Source: an optimization exercise on an open RTL-to-GDS flow (aim: small area, a short achievable clock period and few clock cycles). Production flows keep margins and buffers that such runs may drop.
For this run, only the layout was checked, not whether the RTL still works.
Power is estimated from default activity; no workload was simulated.

==> design/flow/design.v <==
module spindle (
    input  wire        clk,
    input  wire        rst,           
    input  wire        start,         
    output wire        ready,         
    output reg         done,          
    output wire [9:0]  imem_addr,     
    input  wire [27:0] imem_rdata,    
    output reg         mem_req,
    output reg         mem_we,
    output reg  [1:0]  mem_space,     
    output reg  [13:0] mem_addr,
    output reg  [2:0]  mem_wstrb,     
    output wire [31:0] mem_wdata,
    input  wire        mem_ack,
    input  wire [31:0] mem_rdata,
    output reg         aux_valid,
    output reg  [3:0]  aux_code,
    output wire [3:0]  pred,
    output wire        flag_v,
    output wire        flag_dz
);
    localparam OP_NOP   = 6'h00, OP_MOV   = 6'h01, OP_MOVD  = 6'h02, OP_LDK   = 6'h03,
               OP_ADD   = 6'h04, OP_SUB   = 6'h05, OP_ADDS  = 6'h06, OP_SUBS  = 6'h07,
               OP_ADDI  = 6'h08, OP_NEG   = 6'h09, OP_MUL   = 6'h0A, OP_DIV   = 6'h0B,
               OP_ADDD  = 6'h0C, OP_SUBD  = 6'h0D, OP_ADDDS = 6'h0E, OP_SUBDS = 6'h0F,
               OP_NEGD  = 6'h10, OP_DIVD  = 6'h11, OP_MAC   = 6'h12, OP_MACD  = 6'h13,
               OP_LDA   = 6'h14, OP_CLRA  = 6'h15, OP_RNDC  = 6'h16,
               OP_SHL   = 6'h17, OP_SHR   = 6'h18, OP_SAR   = 6'h19, OP_SAL   = 6'h1A,
               OP_SHLD  = 6'h1B, OP_SHRD  = 6'h1C, OP_SARD  = 6'h1D, OP_SALD  = 6'h1E,
               OP_AND   = 6'h1F, OP_OR    = 6'h20, OP_XOR   = 6'h21,
               OP_CMP   = 6'h22, OP_CMPD  = 6'h23, OP_PLOG  = 6'h24, OP_TSTF  = 6'h25,
               OP_CLRF  = 6'h26,
               OP_LDL   = 6'h27, OP_STL   = 6'h28, OP_LDLD  = 6'h29, OP_STLD  = 6'h2A,
               OP_LDB   = 6'h2B, OP_STB   = 6'h2C, OP_LDBD  = 6'h2D, OP_STBD  = 6'h2E,
               OP_IN    = 6'h2F, OP_IND   = 6'h30, OP_OUT   = 6'h31, OP_OUTD  = 6'h32,
               OP_AUXRQ = 6'h37, OP_END   = 6'h3F;
    localparam M_INIT = 2'd0, M_IDLE = 2'd1, M_RUN = 2'd2;
    reg [13:0] w [0:15];
    reg [55:0] acc;
    reg [3:0]  p;
    reg        v, dz;
    reg [1:0]  mode;
    reg [2:0]  icnt;         
    reg [9:0]  faddr;        
    reg        bv;           
    reg [9:0]  npc;          
    reg [27:0] ir;
    reg        irv;
    reg [2:0]  st;           
    reg        s2;           
    reg [27:0] sr, sq;       
    reg [4:0]  dk, dcnt;     
    reg        dqneg, daneg;
    reg [27:0] wdat;         
    assign ready     = (mode == M_IDLE);
    assign imem_addr = faddr;
    assign pred      = p;
    assign flag_v    = v;
    assign flag_dz   = dz;
    assign mem_wdata = {wdat[17:14], wdat};
    wire [5:0]  op    = ir[27:22];
    wire [3:0]  fd    = ir[21:18];
    wire [3:0]  fA    = ir[17:14];
    wire [3:0]  fB    = ir[13:10];
    wire [5:0]  fx    = ir[5:0];
    wire [9:0]  imm10 = ir[9:0];
    wire [13:0] imm14 = ir[13:0];
    wire is_end   = (op == OP_END);
    wire is_mac   = (op == OP_MAC) || (op == OP_MACD);
    wire is_div   = (op == OP_DIV) || (op == OP_DIVD);
    wire is_divd  = (op == OP_DIVD);
    wire is_lda   = (op == OP_LDA);
    wire is_rndc  = (op == OP_RNDC);
    wire is_load  = (op == OP_LDL) || (op == OP_LDLD) || (op == OP_LDB) || (op == OP_LDBD) ||
                    (op == OP_IN)  || (op == OP_IND);
    wire is_store = (op == OP_STL) || (op == OP_STLD) || (op == OP_STB) || (op == OP_STBD) ||
                    (op == OP_OUT) || (op == OP_OUTD);
    wire is_mem   = is_load || is_store;
    wire is_aux   = (op == OP_AUXRQ);
    wire form_i = (op == OP_ADDI) || (op >= OP_LDL && op <= OP_STLD);
    wire form_l = (op == OP_LDK)  || (op >= OP_LDB && op <= OP_OUTD);
    wire [3:0] g = form_i ? ir[13:10] : (form_l ? ir[17:14] : ir[9:6]);
    wire guard = (g == 4'h0) || (g[3] && (p[g[1:0]] ^ g[2]));
    wire a_dw = (op == OP_MOVD) || (op >= OP_ADDD && op <= OP_NEGD) || is_divd ||
                (op == OP_MACD) || is_lda || (op >= OP_SHLD && op <= OP_SALD) || (op == OP_CMPD);
    wire b_dw = (op >= OP_ADDD && op <= OP_SUBDS) || is_divd || (op == OP_CMPD) ||
                (op == OP_STLD) || (op == OP_STBD) || (op == OP_OUTD);
    wire [2:0]  pa   = a_dw ? fA[2:0] : fA[3:1];
    wire [3:0]  fBs  = is_store ? fd : fB;
    wire [2:0]  pb   = b_dw ? fBs[2:0] : fBs[3:1];
    wire [13:0] a_lo = w[{pa, 1'b0}];
    wire [13:0] a_hi = w[{pa, 1'b1}];
    wire [13:0] b_lo = w[{pb, 1'b0}];
    wire [13:0] b_hi = w[{pb, 1'b1}];
    wire [13:0] wA   = fA[0]  ? a_hi : a_lo;
    wire [13:0] wB   = fBs[0] ? b_hi : b_lo;
    wire [27:0] XA   = a_dw ? {a_hi, a_lo} : {{14{wA[13]}}, wA};
    wire [27:0] YB   = b_dw ? {b_hi, b_lo} : {{14{wB[13]}}, wB};
    function [4:0] lsc28;
        input [27:0] x;
        reg   [26:0] y;
        integer j;
        reg found;
        begin
            y = x[26:0] ^ {27{x[27]}};
            lsc28 = 5'd28;
            found = 1'b0;
            for (j = 26; j >= 0; j = j - 1) begin
                if (!found && y[j]) begin
                    lsc28 = 5'd27 - j[4:0];
                    found = 1'b1;
                end
            end
        end
    endfunction
    wire [4:0] ra = lsc28(XA);
    wire [4:0] rb = lsc28(YB);
    wire       a_zero = (ra == 5'd28) && !XA[27];
    wire [4:0] s_reg = fx[5] ? fx[4:0] : wB[4:0];    
    wire [4:0] s_imm = fx[4:0];                      
    wire       is_shl = (op == OP_SHL) || (op == OP_SAL) || (op == OP_SHLD) || (op == OP_SALD);
    wire       is_shr = (op == OP_SHR) || (op == OP_SHRD);
    wire       is_sh  = (op >= OP_SHL && op <= OP_SALD);
    reg        f_left;     
    reg        f_acc;      
    reg        f_fill;     
    reg        f_zero;     
    reg        f_z14;      
    reg  [4:0] f_off;
    reg [27:0] f_x;
    always @(*) begin
        f_left = 1'b0; f_acc = 1'b0; f_fill = 1'b0; f_zero = 1'b0; f_z14 = 1'b0;
        f_off  = s_reg;
        f_x    = XA;
        if (is_div) begin
            f_x   = sq;
            f_off = dk + 5'd1;
        end else if (is_rndc) begin
            f_acc = 1'b1;
            f_off = s_imm;
        end else if (is_lda) begin
            if (st == 3'd0) begin                  
                f_left = 1'b1;
                f_off  = 5'd28 - s_imm;
                f_zero = (s_imm >= 5'd28);
            end else if (s_imm <= 5'd28) begin     
                f_fill = XA[27];
                f_off  = 5'd28 - s_imm;
            end else begin                         
                f_left = 1'b1;
                f_off  = 5'd28 - (s_imm - 5'd28);
            end
        end else if (is_shl) begin
            f_left = 1'b1;
            f_off  = 5'd28 - s_reg;
            f_zero = (s_reg >= 5'd28);
        end else begin
            f_fill = !is_shr && XA[27];
            f_z14  = (op == OP_SHR);
        end
    end
    wire [27:0] f_xr  = {f_z14 ? 14'd0 : f_x[27:14], f_x[13:0]};
    wire [58:0] f_in  = f_acc  ? {{3{acc[55]}}, acc} :
                        f_left ? {3'b000, f_x, 28'd0} :
                                 {{31{f_fill}}, f_xr};
    wire [58:0] f_sh  = f_in >> f_off;
    wire [27:0] f_out = f_zero ? 28'd0 : f_sh[27:0];
    wire [55:0] acc_lo_or;       
    genvar gi;
    generate
        for (gi = 0; gi < 56; gi = gi + 1) begin : g_or
            if (gi == 0) begin : g0
                assign acc_lo_or[0] = acc[0];
            end else begin : gn
                assign acc_lo_or[gi] = acc_lo_or[gi-1] | acc[gi];
            end
        end
    endgenerate
    wire [55:0] acc_top_eq;      
    generate
        for (gi = 55; gi >= 0; gi = gi - 1) begin : g_eq
            if (gi == 55) begin : g55
                assign acc_top_eq[55] = 1'b1;
            end else begin : gn
                assign acc_top_eq[gi] = acc_top_eq[gi+1] & (acc[gi] == acc[55]);
            end
        end
    endgenerate
    wire [5:0]  r_top  = {1'b0, s_imm} + 6'd27;
    wire        r_fits = (r_top >= 6'd55) ? 1'b1 : acc_top_eq[r_top[5:0]];
    wire        r_half = (s_imm != 5'd0) && acc[s_imm - 5'd1];
    wire        r_stk  = (s_imm >= 5'd2) && acc_lo_or[s_imm - 5'd2];
    wire        r_up   = r_half && (r_stk || acc[s_imm]);
    reg  [2:0]  xsel;       
    reg  [1:0]  ysel;       
    reg         invx, invy, cin;
    wire        qbit = sq[dk];
    wire [27:0] qmask;
    generate
        for (gi = 0; gi < 28; gi = gi + 1) begin : g_m
            assign qmask[gi] = (gi <= dk);
        end
    endgenerate
    reg  [27:0] ax, ay;
    always @(*) begin
        case (xsel)
            3'd1:    ax = f_out;
            3'd2:    ax = {sr[26:0], qbit};
            3'd3:    ax = sq & qmask;
            3'd4:    ax = sr;
            default: ax = XA;
        endcase
        case (ysel)
            2'd1:    ay = {{18{imm10[9]}}, imm10};
            2'd2:    ay = 28'd0;
            default: ay = YB;
        endcase
    end
    wire [27:0] axi = ax ^ {28{invx}};
    wire [27:0] ayi = ay ^ {28{invy}};
    wire [28:0] asum = {1'b0, axi} + {1'b0, ayi} + {28'd0, cin};
    wire [27:0] sum  = asum[27:0];
    wire        cout = asum[28];
    wire        ovf28 = (axi[27] == ayi[27]) && (sum[27] != axi[27]);
    wire        sgn29 = axi[27] ^ ayi[27] ^ cout;
    wire        ovf14 = (sum[14] != sum[13]);
    wire        s_eq  = (sum == 28'd0);
    wire        s_lts = sgn29;
    wire        s_ltu = !cout;
    wire signed [41:0] prod = $signed(XA) * $signed(wB);
    wire [41:0] pm   = {sr[13:0], sq};
    wire [56:0] msum = {acc[55], acc} + {{15{pm[41]}}, pm};
    wire        movf = (msum[56] != msum[55]);
    wire [55:0] mval = movf ? (msum[56] ? {1'b1, 55'd0} : {1'b0, {55{1'b1}}}) : msum[55:0];
    reg rel_r;
    always @(*) begin
        case (fx[2:0])
            3'd0: rel_r = s_eq;
            3'd1: rel_r = !s_eq;
            3'd2: rel_r = s_lts;
            3'd3: rel_r = !s_lts;
            3'd4: rel_r = !s_lts && !s_eq;
            3'd5: rel_r = s_lts || s_eq;
            3'd6: rel_r = s_ltu;
            default: rel_r = !s_ltu;
        endcase
    end
    wire pa_b = p[fA[1:0]];
    wire pb_b = p[fB[1:0]];
    reg  plog_r;
    always @(*) begin
        case (fx[2:0])
            3'd0: plog_r = pa_b & pb_b;
            3'd1: plog_r = pa_b | pb_b;
            3'd2: plog_r = pa_b ^ pb_b;
            3'd3: plog_r = pa_b & ~pb_b;
            3'd4: plog_r = ~pa_b;
            3'd5: plog_r = 1'b0;
            3'd6: plog_r = 1'b1;
            default: plog_r = pa_b;
        endcase
    end
    wire       d_aneg = XA[27];
    wire       d_bneg = YB[27];
    wire       d_bz   = (YB == 28'd0);
    wire       d_ovf  = is_divd ? (XA == 28'h8000000 && YB == 28'hFFFFFFF)
                                : (XA[13:0] == 14'h2000 && YB[13:0] == 14'h3FFF);
    wire [6:0] d_k    = {2'b00, rb} - {2'b00, ra} + {6'd0, d_aneg};    
    wire       d_early = d_k[6];                                        
    wire [4:0] d_kc   = (d_k[5:0] > 6'd27) ? 5'd27 : d_k[4:0];
    wire memstall = mem_req && !mem_ack;
    reg        e_done;        
    reg        done_next;     
    always @(*) begin
        e_done = 1'b1;
        done_next = 1'b1;
        if (is_load || is_lda) begin
            e_done = (st != 3'd0);
        end else if (is_rndc || op == OP_TSTF) begin
            e_done = !s2;
        end else if (is_div) begin
            case (st)
                3'd0:    e_done = !guard || d_bz || d_ovf || d_early;
                3'd4:    e_done = 1'b1;
                default: e_done = 1'b0;
            endcase
            done_next = (st == 3'd3);
        end
    end
    wire run    = (mode == M_RUN);
    wire commit = run && irv && e_done && !memstall;
    wire step   = run && irv && !e_done && !memstall;    
    wire free   = !irv || commit;
    wire take   = run && free && bv;
    wire exec   = commit && guard;
    wire [5:0] bop = imem_rdata[27:22];
    wire s2_next = commit && guard && is_mac;
    wire b_load  = (bop == OP_LDL) || (bop == OP_LDLD) || (bop == OP_LDB) || (bop == OP_LDBD) ||
                   (bop == OP_IN)  || (bop == OP_IND);
    wire b_single = !(b_load || bop == OP_LDA ||
                      (s2_next && (bop == OP_RNDC || bop == OP_TSTF)));
    wire [9:0] npc_n  = npc + {9'd0, take};
    wire       bv_n   = (faddr == npc_n);
    wire       pt     = take ? b_single : ((irv && !commit) ? done_next : 1'b1);
    localparam R_SUM = 3'd0, R_IMM = 3'd1, R_MUL = 3'd2, R_SH = 3'd3, R_LOG = 3'd4,
               R_LD  = 3'd5, R_DSP = 3'd6;
    reg [2:0] rsel;
    reg       sat14, sat28;      
    reg       we_w, we_d;        
    reg [3:0] widx;
    reg       vset;
    always @(*) begin
        xsel = 3'd0; ysel = 2'd0; invx = 1'b0; invy = 1'b0; cin = 1'b0;
        rsel = R_SUM; sat14 = 1'b0; sat28 = 1'b0;
        we_w = 1'b0; we_d = 1'b0; widx = fd;
        case (op)
            OP_MOV, OP_MOVD:  begin ysel = 2'd2; we_w = !a_dw; we_d = a_dw; end
            OP_LDK:           begin rsel = R_IMM; we_w = 1'b1; end
            OP_ADD:           begin we_w = 1'b1; end
            OP_SUB:           begin invy = 1'b1; cin = 1'b1; we_w = 1'b1; end
            OP_ADDS:          begin sat14 = 1'b1; we_w = 1'b1; end
            OP_SUBS:          begin invy = 1'b1; cin = 1'b1; sat14 = 1'b1; we_w = 1'b1; end
            OP_ADDI:          begin ysel = 2'd1; we_w = 1'b1; end
            OP_NEG:           begin ysel = 2'd2; invx = 1'b1; cin = 1'b1; sat14 = 1'b1; we_w = 1'b1; end
            OP_MUL:           begin rsel = R_MUL; we_d = 1'b1; end
            OP_ADDD:          begin we_d = 1'b1; end
            OP_SUBD:          begin invy = 1'b1; cin = 1'b1; we_d = 1'b1; end
            OP_ADDDS:         begin sat28 = 1'b1; we_d = 1'b1; end
            OP_SUBDS:         begin invy = 1'b1; cin = 1'b1; sat28 = 1'b1; we_d = 1'b1; end
            OP_NEGD:          begin ysel = 2'd2; invx = 1'b1; cin = 1'b1; sat28 = 1'b1; we_d = 1'b1; end
            OP_RNDC:          begin xsel = 3'd1; ysel = 2'd2; cin = r_up; sat28 = 1'b1; we_d = 1'b1; end
            OP_SHL, OP_SHR, OP_SAR, OP_SAL:      begin rsel = R_SH; we_w = 1'b1; end
            OP_SHLD, OP_SHRD, OP_SARD, OP_SALD:  begin rsel = R_SH; we_d = 1'b1; end
            OP_AND, OP_OR, OP_XOR:               begin rsel = R_LOG; we_w = 1'b1; end
            OP_CMP, OP_CMPD:  begin invy = 1'b1; cin = 1'b1; end
            OP_LDL, OP_STL, OP_LDLD, OP_STLD:    begin ysel = 2'd1; end
            default: ;
        endcase
        if (is_load) begin
            rsel = R_LD;
            we_w = (st != 3'd0) && mem_req && mem_ack &&
                   (op == OP_LDL || op == OP_LDB || op == OP_IN);
            we_d = (st != 3'd0) && mem_req && mem_ack &&
                   (op == OP_LDLD || op == OP_LDBD || op == OP_IND);
        end
        if (is_div) begin
            ysel = 2'd0;
            case (st)
                3'd0: begin           
                    ysel = 2'd2; invx = d_aneg; cin = d_aneg;
                    rsel = R_DSP;
                    we_d = d_bz || d_ovf || d_early;
                end
                3'd2: begin           
                    xsel = 3'd2; invy = !d_bneg; cin = !d_bneg;
                end
                3'd3: begin           
                    xsel = 3'd3; ysel = 2'd2; invx = dqneg; cin = dqneg;
                    we_w = !is_divd; we_d = is_divd; widx = {fd[2:0], 1'b0};
                end
                3'd4: begin           
                    xsel = 3'd4; ysel = 2'd2; invx = daneg; cin = daneg;
                    we_w = !is_divd; widx = {fd[2:0], 1'b1};
                end
                default: ;
            endcase
        end
    end
    wire        r_sign  = is_rndc ? (r_fits ? axi[27] : acc[55]) : (sat14 ? sum[14] : axi[27]);
    wire        sat_on  = (sat14 && ovf14) || (sat28 && (ovf28 || (is_rndc && !r_fits)));
    wire [27:0] satv    = sat14 ? {14'd0, r_sign ? 14'h2000 : 14'h1FFF}
                                : (r_sign ? 28'h8000000 : 28'h7FFFFFF);
    wire [27:0] sumres  = sat_on ? satv : sum;
    wire sal14_ovf = !a_zero && ({1'b0, s_reg} + 6'd14 >= {1'b0, ra});
    wire sal28_ovf = !a_zero && (s_reg >= ra);
    wire lda_ovf   = !a_zero && ({1'b0, s_imm} >= {1'b0, ra} + 6'd28);
    reg [13:0] logres;
    always @(*) begin
        case (op)
            OP_AND:  logres = wA & wB;
            OP_OR:   logres = wA | wB;
            default: logres = wA ^ wB;
        endcase
    end
    wire        in_p1 = (op == OP_IN) && (imm14[13:12] == 2'b01);
    wire        in_p2 = (op == OP_IN) && (imm14[13:12] == 2'b10);
    wire [27:0] ldres = {mem_rdata[27:14],
                         in_p1 ? mem_rdata[27:14] : (in_p2 ? {10'd0, mem_rdata[31:28]} : mem_rdata[13:0])};
    wire [13:0] dsp_q14 = d_bz ? (a_zero ? 14'd0 : (d_aneg ? 14'h2000 : 14'h1FFF))
                               : (d_ovf ? 14'h1FFF : 14'd0);
    wire [27:0] dsp_q28 = d_bz ? (a_zero ? 28'd0 : (d_aneg ? 28'h8000000 : 28'h7FFFFFF))
                               : (d_ovf ? 28'h7FFFFFF : 28'd0);
    wire [27:0] dspres  = is_divd ? dsp_q28 : {(d_ovf && !d_bz) ? 14'd0 : XA[13:0], dsp_q14};
    reg [27:0] res;
    always @(*) begin
        case (rsel)
            R_IMM:   res = {14'd0, imm14};
            R_MUL:   res = prod[27:0];
            R_SH:    res = f_out;
            R_LOG:   res = {14'd0, logres};
            R_LD:    res = ldres;
            R_DSP:   res = dspres;
            default: res = sumres;
        endcase
    end
    always @(*) begin
        vset = 1'b0;
        case (op)
            OP_ADDS, OP_SUBS, OP_NEG, OP_ADDDS, OP_SUBDS, OP_NEGD, OP_RNDC: vset = sat_on;
            OP_SAL:  vset = sal14_ovf;
            OP_SALD: vset = sal28_ovf;
            OP_LDA:  vset = (st == 3'd0) && lda_ovf;
            OP_DIV, OP_DIVD: vset = (st == 3'd0) && !d_bz && d_ovf;
            default: ;
        endcase
    end
    wire issue = run && irv && (st == 3'd0) && is_mem && guard && !memstall;
    reg        q_we;
    reg [1:0]  q_space;
    reg [13:0] q_addr;
    reg [2:0]  q_strb;
    always @(*) begin
        q_we    = is_store;
        q_space = 2'd0;
        q_addr  = {5'd0, sum[8:0]};
        q_strb  = 3'b001;
        case (op)
            OP_STLD:                  q_strb = 3'b011;
            OP_LDB, OP_LDBD, OP_STB:  begin q_space = 2'd1; q_addr = imm14; end
            OP_STBD:                  begin q_space = 2'd1; q_addr = imm14; q_strb = 3'b011; end
            OP_IN, OP_IND:            begin q_space = 2'd2; q_addr = {2'd0, imm14[11:0]}; end
            OP_OUT:                   begin q_space = 2'd3; q_addr = {2'd0, imm14[11:0]};
                                            q_strb = (imm14[13:12] == 2'b00) ? 3'b001 :
                                                     (imm14[13:12] == 2'b01) ? 3'b010 : 3'b100; end
            OP_OUTD:                  begin q_space = 2'd3; q_addr = {2'd0, imm14[11:0]}; q_strb = 3'b011; end
            default: ;
        endcase
    end
    wire init = (mode == M_INIT);
    wire [27:0] wres  = init ? 28'd0 : res;
    wire [13:0] wodd  = (we_d || init) ? wres[27:14] : wres[13:0];
    wire        wr_en = run && irv && guard && !memstall && (e_done || (is_div && st == 3'd3));
    wire        wr_w  = wr_en && we_w;
    wire        wr_d  = wr_en && we_d;
    integer i;
    always @(posedge clk) begin
        for (i = 0; i < 16; i = i + 1) begin
            if ((init && icnt == i[3:1]) ||
                (wr_w && widx == i[3:0]) ||
                (wr_d && fd[2:0] == i[3:1]))
                w[i] <= i[0] ? wodd : wres[13:0];
        end
    end
    always @(posedge clk) begin
        if (rst) begin
            mode      <= M_INIT;
            icnt      <= 3'd0;
            faddr     <= 10'd0;
            bv        <= 1'b0;
            npc       <= 10'd0;
            irv       <= 1'b0;
            st        <= 3'd0;
            s2        <= 1'b0;
            p         <= 4'd0;
            done      <= 1'b0;
            mem_req   <= 1'b0;
            aux_valid <= 1'b0;
        end else begin
            done      <= 1'b0;
            aux_valid <= 1'b0;
            s2        <= s2_next;
            if (init) begin
                icnt <= icnt + 3'd1;
                if (icnt == 3'd7) mode <= M_IDLE;
            end
            if (mode == M_IDLE && start) begin
                mode  <= M_RUN;
                npc   <= 10'd0;
                irv   <= 1'b0;
                bv    <= 1'b1;
                faddr <= 10'd1;
            end
            if (run) begin
                bv    <= bv_n;
                npc   <= npc_n;
                faddr <= npc_n + {9'd0, bv_n && pt};
                if (take) begin
                    ir  <= imem_rdata;
                    irv <= 1'b1;
                    st  <= 3'd0;
                end else if (free) begin
                    irv <= 1'b0;
                end
                if (commit && is_end) begin
                    done  <= 1'b1;
                    mode  <= M_IDLE;
                    irv   <= 1'b0;
                    faddr <= 10'd0;
                end
            end
            if (step) begin
                if (is_load || is_lda) st <= 3'd1;
                if (is_div) begin
                    case (st)
                        3'd0: st <= 3'd1;
                        3'd1: st <= 3'd2;
                        3'd2: if (dcnt == 5'd0) st <= 3'd3;
                        3'd3: st <= 3'd4;
                        default: ;
                    endcase
                end
            end
            if (mem_req && mem_ack) mem_req <= 1'b0;
            if (issue) mem_req <= 1'b1;
            if (exec) begin
                case (op)
                    OP_CMP, OP_CMPD: p[fd[1:0]] <= rel_r;
                    OP_PLOG:         p[fd[1:0]] <= plog_r;
                    OP_TSTF:         p[fd[1:0]] <= fx[0] ? dz : v;
                    default: ;
                endcase
            end
            if (exec && is_aux) aux_valid <= 1'b1;
        end
    end
    always @(posedge clk) begin
        if (issue) begin
            mem_we    <= q_we;
            mem_space <= q_space;
            mem_addr  <= q_addr;
            mem_wstrb <= q_strb;
            wdat      <= {b_dw ? b_hi : wB, b_dw ? b_lo : wB};
        end
        if (exec && is_aux) aux_code <= fx[3:0];
    end
    wire clr_v  = exec && (op == OP_CLRF) && fx[0];
    wire clr_dz = exec && (op == OP_CLRF) && fx[1];
    always @(posedge clk) begin
        if (mode == M_IDLE && start) begin
            v  <= 1'b0;
            dz <= 1'b0;
        end else if (run) begin
            v  <= !clr_v && (v || (s2 && movf) ||
                   (run && irv && guard && !memstall && vset &&
                    (e_done || (is_lda && st == 3'd0))));
            dz <= !clr_dz && (dz || (run && irv && guard && !memstall && is_div && st == 3'd0 && d_bz));
        end
    end
    wire a_exec = run && irv && guard && !memstall;
    always @(posedge clk) begin
        if (init) begin
            acc <= 56'd0;
        end else begin
            if (s2) acc <= mval;
            if (a_exec) begin
                if (op == OP_CLRA) acc <= 56'd0;
                if (is_lda) begin
                    if (st == 3'd0) acc[27:0] <= f_out;
                    else if (lda_ovf) acc <= XA[27] ? {1'b1, 55'd0} : {1'b0, {55{1'b1}}};
                    else acc[55:28] <= f_out;
                end
                if (is_divd && st == 3'd0 && (d_bz || d_early))
                    acc <= {{28{XA[27]}}, XA};
                if (is_divd && st == 3'd0 && !d_bz && d_ovf && !d_early)
                    acc <= 56'd0;
                if (is_divd && st == 3'd4)
                    acc <= {{28{sum[27]}}, sum};
            end
        end
    end
    always @(posedge clk) begin
        if (exec && is_mac) begin
            sq <= prod[27:0];
            sr <= {14'd0, prod[41:28]};
        end
        if (a_exec && is_div) begin
            case (st)
                3'd0: begin
                    sq    <= sum;
                    dk    <= d_kc;
                    dcnt  <= d_kc;
                    dqneg <= d_aneg ^ d_bneg;
                    daneg <= d_aneg;
                end
                3'd1: sr <= f_out;
                3'd2: begin
                    sr   <= cout ? sum : ax;
                    sq   <= {sq[26:0], cout};
                    dcnt <= dcnt - 5'd1;
                end
                default: ;
            endcase
        end
    end
endmodule
==> design/flow/run.sh <==
#!/bin/bash
# synth_recipe.tcl (not shown) runs the flow's synth.tcl, then flattens the netlist and writes it again
# the make line also repeats each setting of config.mk as NAME=value (left out here)
make -C /OpenROAD-flow-scripts/flow DESIGN_CONFIG=/design/flow/config.mk WORK_HOME=/design/flow/orfs CLKGATE_MAP_FILE= SYNTH_SCRIPT=/design/flow/synth_recipe.tcl finish
==> design/flow/config.mk <==
export PLATFORM = sky130hd
export DESIGN_NAME = spindle
export DESIGN_NICKNAME = spindle
export VERILOG_FILES = /design/flow/design.v
export SDC_FILE = /design/flow/constraint.sdc
export NUM_CORES = 8
export LEC_CHECK = 0
export CAP_MARGIN = 20
export CORE_MARGIN = 2
export CORE_UTILIZATION = 40
export SLEW_MARGIN = 20
==> design/flow/constraint.sdc <==
create_clock -name core_clock -period 20.0 [get_ports {clk}]
set_input_delay 4.0000 -clock core_clock [delete_from_list [all_inputs] [get_ports {clk}]]
set_output_delay 4.0000 -clock core_clock [all_outputs]
set_load 0.01 [all_outputs]
==> results.toml <==
[die]
fp.dieArea_um2 = 143000
die_w_um = 378
initial_core_util_pct = 40.2
io_pins = 140
die_h_um = 378
core_area_um2 = 139000
rows = 137

[timing]
period_needed_ns = 16.68
fin_skew_ns = 0.0521
rsz0062_at_grt = "false"
setup_viol = 0
finalHoldViolCount = 0
final_max_slew_viol_count = 0
clock.fmax_ghz = 0.0600
worstMarginPinSlew_ns = 1.29
tns_ns = 0
fin_crit_sh_pct = 83.4
slew_headroom_pct = 14.1

[logic_synthesis]
syn-num-nets = 7262
syn-cell-area_um2 = 56000
synthMuxAreaShare_pct = 7.34
yosys.cell_types.count = 127
synth-xor-area-share_pct = 3.85
syn-mean-instance-area_um2 = 8.54
synth_compound_area_share_pct = 23.9
seq_area_frac_synth_pct = 22.4
synth_top_family_by_area = "compound AO/OA/AOI/OAI gates"
synth-async-reset-ratio_pct = 0
synth_seq_cells = 468
synth_edf_count = 316
synthFlopType = "edfxtp_1"
yosysWarnings = 2
synthCells = 6560
synthAdderAreaFrac_pct = 19.7
synth_simple_gate_area_share_pct = 16.4

[clocking]
clock_latency_ns = 0.73
cts-buffers-inserted = 55
postCtsSetupBuffers = 0
htreeDepth = 2
cts.sinks = 468
ctsResizeCount = 0
postCtsHoldBufs = 0
path_clk_slew_ns = 0.06
clk_root_buffer_cell = "clkbuf_16"
clockBufferDepth = 3
cts_tree = "yes"

[setup_path]
endpoint_kind = "flop"
max_stage_delay_ns = 0.93
crit_buf_inv = 6
worstPathMaxFanout = 31
critPathKind = "reg2reg"
worstPathRequired_ns = 20.61
slowest_stage = "mux4_2"
start_kind = "flop"
cp_top_family = "simple AND/OR/NAND/NOR gates"
path_common_cell = "ha_1"
cp.arrival_ns = 17.29

[cells_and_area]
area_growth_pct = 11.6
stdcell_count = 8542
drive_above_1_share_pct = 10.3
final_nets = 7301

[power]
ir_drop_mv = 0.162
p_leak_nw = 25.0
p_per_area_nw_per_um2 = 68.3

[placed_design]
portBuffers = 139
dp_hpwl_um = 254000
gp_congestion = 1.11
place_inst = 8417

[detailed_routing]
drt_iter0_markers = 9622
routed_via_density = 6.94
drt_first_pass_iters = 10
drtAntennaViolNets = 0
wl_per_cell_um = 39.0
wl_um = 333000
vias = 59300
drc_errors = 0

[global_route]
grt_max_degree = 65
antenna_found_initial = 34
grt-ovfl-total = 0
grt_pass1_vias = 54900
grt_usage_pct = 45.5
grt_pass1_wl_um = 453000

[outcome]
run_status = "finished clean"

[hold_path]
hold_path.class = "reg2reg"

[flow_run]
drv_cap = 0
tightest hold or removal path, stage by stage (launching register included):
cell     delay, ns
dfxtp_1       0.31
nand3_1       0.06
a21oi_1       0.07
Yosys cell counts (all sizes together) (69+ instances only):
library cell | n | area share [%]
a211oi | 81 | 1.2
a21o | 77 | 1.0
a21oi | 448 | 4.0
a221oi | 105 | 1.7
a22oi | 72 | 0.97
buf | 150 | 1.6
clkbuf | 304 | 2.0
dfxtp | 152 | 5.4
edfxtp | 316 | 17
fa | 367 | 13
ha | 271 | 6.1
inv | 419 | 2.8
mux2i | 260 | 4.7
nand2 | 685 | 4.6
nand3 | 137 | 1.2
nor2 | 654 | 4.4
nor3 | 122 | 1.2
o21a | 69 | 0.93
o21ai | 444 | 4.0
o22ai | 74 | 0.84
xnor2 | 167 | 2.6
xor2 | 79 | 1.2
where the power goes:
group / total, mW / leakage (nW) / internal [mW] / switching, mW
sequential: 1.08 / 4.20 / 1.06 / 0.0241
clock: 1.16 / 0.972 / 0.676 / 0.488
combinational: 2.02 / 19.8 / 0.670 / 1.35
total: 4.27 / 25.0 / 2.41 / 1.86
layer usage:
| layer | vias up | global-route usage [%] | share of wire, % |
|---|---|---|---|
| met5 | - | 0.240 | 0.082 |
| met4 | 32 | 32.4 | 8.8 |
| met3 | 1209 | 15.5 | 13 |
| met2 | 4665 | 63.3 | 40 |
| met1 | 29300 | 58.3 | 38 |
| li1 | 24000 | - | - |
stage by stage:
stage | util [%] | setup WS [ns] | power (mW) | hold WS, ns | cell area, um^2
after floorplan | - | 9.22 | 2.25 | 0.427 | 56000
after detailed placement | 43.4 | 4.08 | 3.02 | 0.476 | 60400
after global routing | 44.9 | 2.71 | 4.40 | 0.513 | 62500
final | 44.9 | 3.32 | 4.27 | 0.493 | 62500
after CTS | 44.9 | 4.01 | 4.19 | 0.487 | 62400
after global placement | 43.4 | 3.82 | 3.02 | 0.458 | 60400
sequential cells by signal, summed over array words and instances, names as in the netlist, 4 cells and up:
| register | count |
|---|---|
| acc | 56 |
| aux_code | 4 |
| dcnt | 5 |
| dk | 5 |
| faddr | 10 |
| ir | 28 |
| mem_addr | 14 |
| npc | 10 |
| p | 4 |
| sq | 28 |
| sr | 28 |
| w | 224 |
| wdat | 28 |
layout make-up:
type	count	area, um^2
Fill cell	13800	76700
Multi-Input combinational cell	5216	40400
Sequential cell	468	12500
Timing Repair Buffer	436	3610
Tap cell	1876	2350
Inverter	422	1580
Clock buffer	71	1500
Clock inverter	33	528
Antenna cell	20	50.0
cells by family after synthesis:
kind of cell / after synthesis
compound gates: 1954
flops: 468
fa+ha+maj: 666
xor+xnor: 246
buf+inv: 876
simple gates: 2009
mux: 341
final timing paths:
| check | slack (ns) | endpoint | cells past startpoint | from |
|---|---|---|---|---|
| setup / recovery | 3.32 | faddr[7]$_SDFFE_PP0P_ | 51 | ir[25]$_DFFE_PP_ |
| hold / removal | 0.49 | npc[0]$_SDFFE_PP0P_ | 2 | npc[0]$_SDFFE_PP0P_ |
| setup reg to reg | 3.32 | faddr[7]$_SDFFE_PP0P_ | 51 | ir[25]$_DFFE_PP_ |
| hold reg to reg | 0.49 | npc[0]$_SDFFE_PP0P_ | 2 | npc[0]$_SDFFE_PP0P_ |
placed cells by master, fill, tap and decap left out, types with 134 or more instances in the layout:
master and count:
nand2_1 680, nor2_1 638, a21oi_1 438, inv_1 411, fa_1 367, o21ai_0 358
edfxtp_1 316, buf_4 296, ha_1 270, mux2i_1 251, xnor2_1 164, dfxtp_1 151
clkdlybuf4s50_1 138, nand3_1 134

what the ideal ports hide:
The flow's constraints put no driver on any port. The routed layout listed below was extracted and timed again, unchanged, in two steps.
Step 1, drivers: a clkbuf_16 drives clk and a buf_2 each remaining input, both assumed.
Step 2 adds t to the input delays and takes it off the output delays; t is the mean of the earliest and latest rising clock arrival at the registers after step 1. Input paths then give back, and output paths get back, about the clock's delay inside the block.
Three values: ideal ports, drivers, drivers and shift; two values: the first two.
shift t [ns]: 0.781
slack for setup (ns): 3.321 / 3.321 / 3.321
worst hold slack (ns): 0.493 / 0.493 / 0.493
worst register clock-pin slew, ns: 0.07 / 0.07
After both steps this run still meets setup and hold. For this run, drivers alone change the setup slack by 0.000 ns; drivers and shift together by 0.000 ns.
